Context: an optimization exercise on an open-source flow, tuned for small area, a short achievable clock period and few clock cycles per item. The choices shown serve that exercise and are no tape-out recipe. In this exercise RTL edits were held to simulation tests only and were not proved equivalent to the original.

Setup of run 1:
## sha256_engine
module sha256_engine (
    input  wire         clk,
    input  wire         rst,         
    input  wire         in_valid,
    output wire         in_ready,
    input  wire [31:0]  in_data,
    input  wire         in_init,     
    input  wire         in_sha224,   
    output reg          out_valid,
    output wire [255:0] out_digest
);
For scale: ~6300 cells after synthesis, about 1100 flip-flops, ~53000 sq um of cells after synthesis.
clock: 10.0 ns
lec_check: 0
abc_area: 1
cap_margin: 20
core_margin: 2
core_utilization: 40
cts_cluster_diameter: 80
cts_cluster_size: 24
place_density: 0.6
setup_slack_margin: 5
slew_margin: 20
run.sh (not shown) runs the stock make flow with config.mk's settings and CLKGATE_MAP_FILE= SYNTH_SCRIPT=/design/flow/synth_recipe.tcl, a recipe that flattens the netlist after the stock synthesis.
The final layout from run 1, which completed every stage, passed the timing, DRC and antenna checks at the end of the flow.
Testbench counts of run 1, summed over its fixed seeds: cycles 92,352, blocks 1,440.
The inputs of run 2 differ from those of run 1 as listed below.
- CTS_CLUSTER_DIAMETER removed (was 80)
- SETUP_SLACK_MARGIN removed (was 5)
- CTS_CLUSTER_SIZE removed (was 24)
==> flow/flow/run.sh (new file) <==
#!/bin/bash
# The standard layout (the standard.sh, unchanged synthesis), with
# placement, CTS and repair options:
#  - every port still gets its own buffer, but as the smallest buffer cell;
#  - the clock tree is built without dummy loads, in clusters of at most 24;
#  - timing repair aims for 4.2 ns paths (a setup margin of 5.8 ns at the
#    10 ns clock).
set -euo pipefail
export BUFFER_PORTS_ARGS="-buffer_cell sky130_fd_sc_hd__buf_1"
export CTS_ARGS="-sink_clustering_enable -repair_clock_nets -sink_clustering_size 24 -sink_clustering_max_diameter 80 -dont_use_dummy_load"
export SETUP_SLACK_MARGIN=5.8
bash standard.sh > standard.log 2>&1
==> flow/standard.sh (new file) <==
#!/bin/bash
# synth_recipe.tcl (not shown) runs the flow's synth.tcl, then flattens the netlist and writes it again
# the make line also repeats each setting of config.mk as NAME=value (left out here)
make -C /OpenROAD-flow-scripts/flow DESIGN_CONFIG=/design/flow/config.mk WORK_HOME=/design/flow/orfs CLKGATE_MAP_FILE= SYNTH_SCRIPT=/design/flow/synth_recipe.tcl "${@:-finish}"
removed: flow/run.sh
Results
Global-route wire length before repair: run 2 < run 1
On layout-stage area growth over the synthesis result: between run 1 and run 2, it ends up lower for run 1.
Against run 1, run 2 reports a via density per instance that is higher.
Share of the clock period used by the worst path after layout is lower on run 2
For run 1, the timing startpoint of the critical path was e[26], unlike run 2, where it was e[13].
Lower maximum net fanout on the critical path was reported by run 1, not run 2.
### run 2 -> run 3
- ABC_AREA no longer set, was 1
- CTS_CLUSTER_SIZE now 24, previously not set
- CTS_CLUSTER_DIAMETER now 80, previously not set
- SETUP_SLACK_MARGIN now 5, previously not set
==> flow/run.sh (new file) <==
#!/bin/bash
# synth_recipe.tcl (not shown) runs the flow's synth.tcl, then flattens the netlist and writes it again
# the make line also repeats each setting of config.mk as NAME=value (left out here)
make -C /OpenROAD-flow-scripts/flow DESIGN_CONFIG=/design/flow/config.mk WORK_HOME=/design/flow/orfs CLKGATE_MAP_FILE= SYNTH_SCRIPT=/design/flow/synth_recipe.tcl finish
removed: flow/flow/run.sh
removed: flow/standard.sh
==> notes.md <==
Going from run 2 to run 3, simple-gate portion of the synthesized area has decreased, area growth from synthesis to final layout has decreased.
Changes observed in run 3 relative to run 2: tap cell instance count fell by 106; detailed route wirelength on metal2 went down by 22%; worst hold slack shows a reduction of 0.013 ns.

* * *

## 10-18
sha256_engine, a different RTL version from the one above (not shown whole).
For scale: about 6,400 cells after synthesis, roughly 1,100 flip-flops, about 300 I/O pins.
export LEC_CHECK = 0
export ABC_AREA = 1
export CAP_MARGIN = 20
export CORE_MARGIN = 2
export CORE_UTILIZATION = 55
export PLACE_DENSITY = 0.75
export SLEW_MARGIN = 20
create_clock -name core_clock -period 10.0 [get_ports {clk}]
standard.sh (not shown) runs the stock make flow with config.mk's settings and CLKGATE_MAP_FILE= SYNTH_SCRIPT=/design/flow/synth_recipe.tcl, a recipe that flattens the netlist after the stock synthesis.
==> flow/flow/run.sh <==
#!/bin/bash
# The standard layout (the standard.sh, unchanged synthesis), with
# placement, CTS and repair options:
#  - every port still gets its own buffer, but as the smallest buffer cell;
#  - the clock tree is built without dummy loads, in clusters of at most 24;
#  - timing repair aims for 4.2 ns paths (a setup margin of 5.8 ns at the
#    10 ns clock).
set -euo pipefail
export BUFFER_PORTS_ARGS="-buffer_cell sky130_fd_sc_hd__buf_1"
export CTS_ARGS="-sink_clustering_enable -repair_clock_nets -sink_clustering_size 24 -sink_clustering_max_diameter 80 -dont_use_dummy_load"
export SETUP_SLACK_MARGIN=5.8
bash standard.sh > standard.log 2>&1
Testbench counts of 10-18, summed over its fixed seeds: cycles 92,352, blocks 1,440.
--- input diff 10-18..10-19 ---
- changing CORE_UTILIZATION from 55 to 40
- changing PLACE_DENSITY from 0.75 to 0.6
Every stage of the flow completed for 10-19, and the final layout passed the timing, DRC and antenna checks.
Comparing 10-19 and 10-18, cell count is higher on 10-19.
10-19 ended with less time the final worst path needs with I/O delays and setup than 10-18.
Summary of 10-19 over 10-18: final sequential cell count essentially unchanged; count of clock-buffer cells in the layout increased about 18%.

[port drivers added, routing unchanged]
Ports are ideal in the flow. The routed layouts listed here were re-timed in OpenROAD. Step 1 sets driving cells, clkbuf_16 on the clock port and buf_2 on the other inputs (assumed; they add their load-dependent delay and slew). Step 2 also shifts input and output timing later by t, the mid clock arrival at the registers, as if the neighbouring blocks saw the same clock. a / b / c = ideal / step 1 / step 2; a / b = the first two.
| run | t, ns | slack for setup (ns) | hold slack, ns | worst setup path after step 2 |
|---|---|---|---|---|
| run 1 | 0.784 | 5.088 / 5.088 / 5.088 | 0.320 / 0.320 / 0.320 | register to register |
| run 2 | 0.737 | 5.667 / 5.667 / 5.667 | 0.305 / 0.305 / 0.305 | register to register |
| run 3 | 0.764 | 5.040 / 5.040 / 5.040 | 0.292 / 0.292 / 0.292 | register to register |
| 10-18 | 0.737 | 5.729 / 5.729 / 5.729 | 0.292 / 0.292 / 0.292 | register to register |
| 10-19 | 0.741 | 5.784 / 5.784 / 5.784 | 0.280 / 0.280 / 0.280 | register to register |
After both steps every run listed still meets setup and hold.
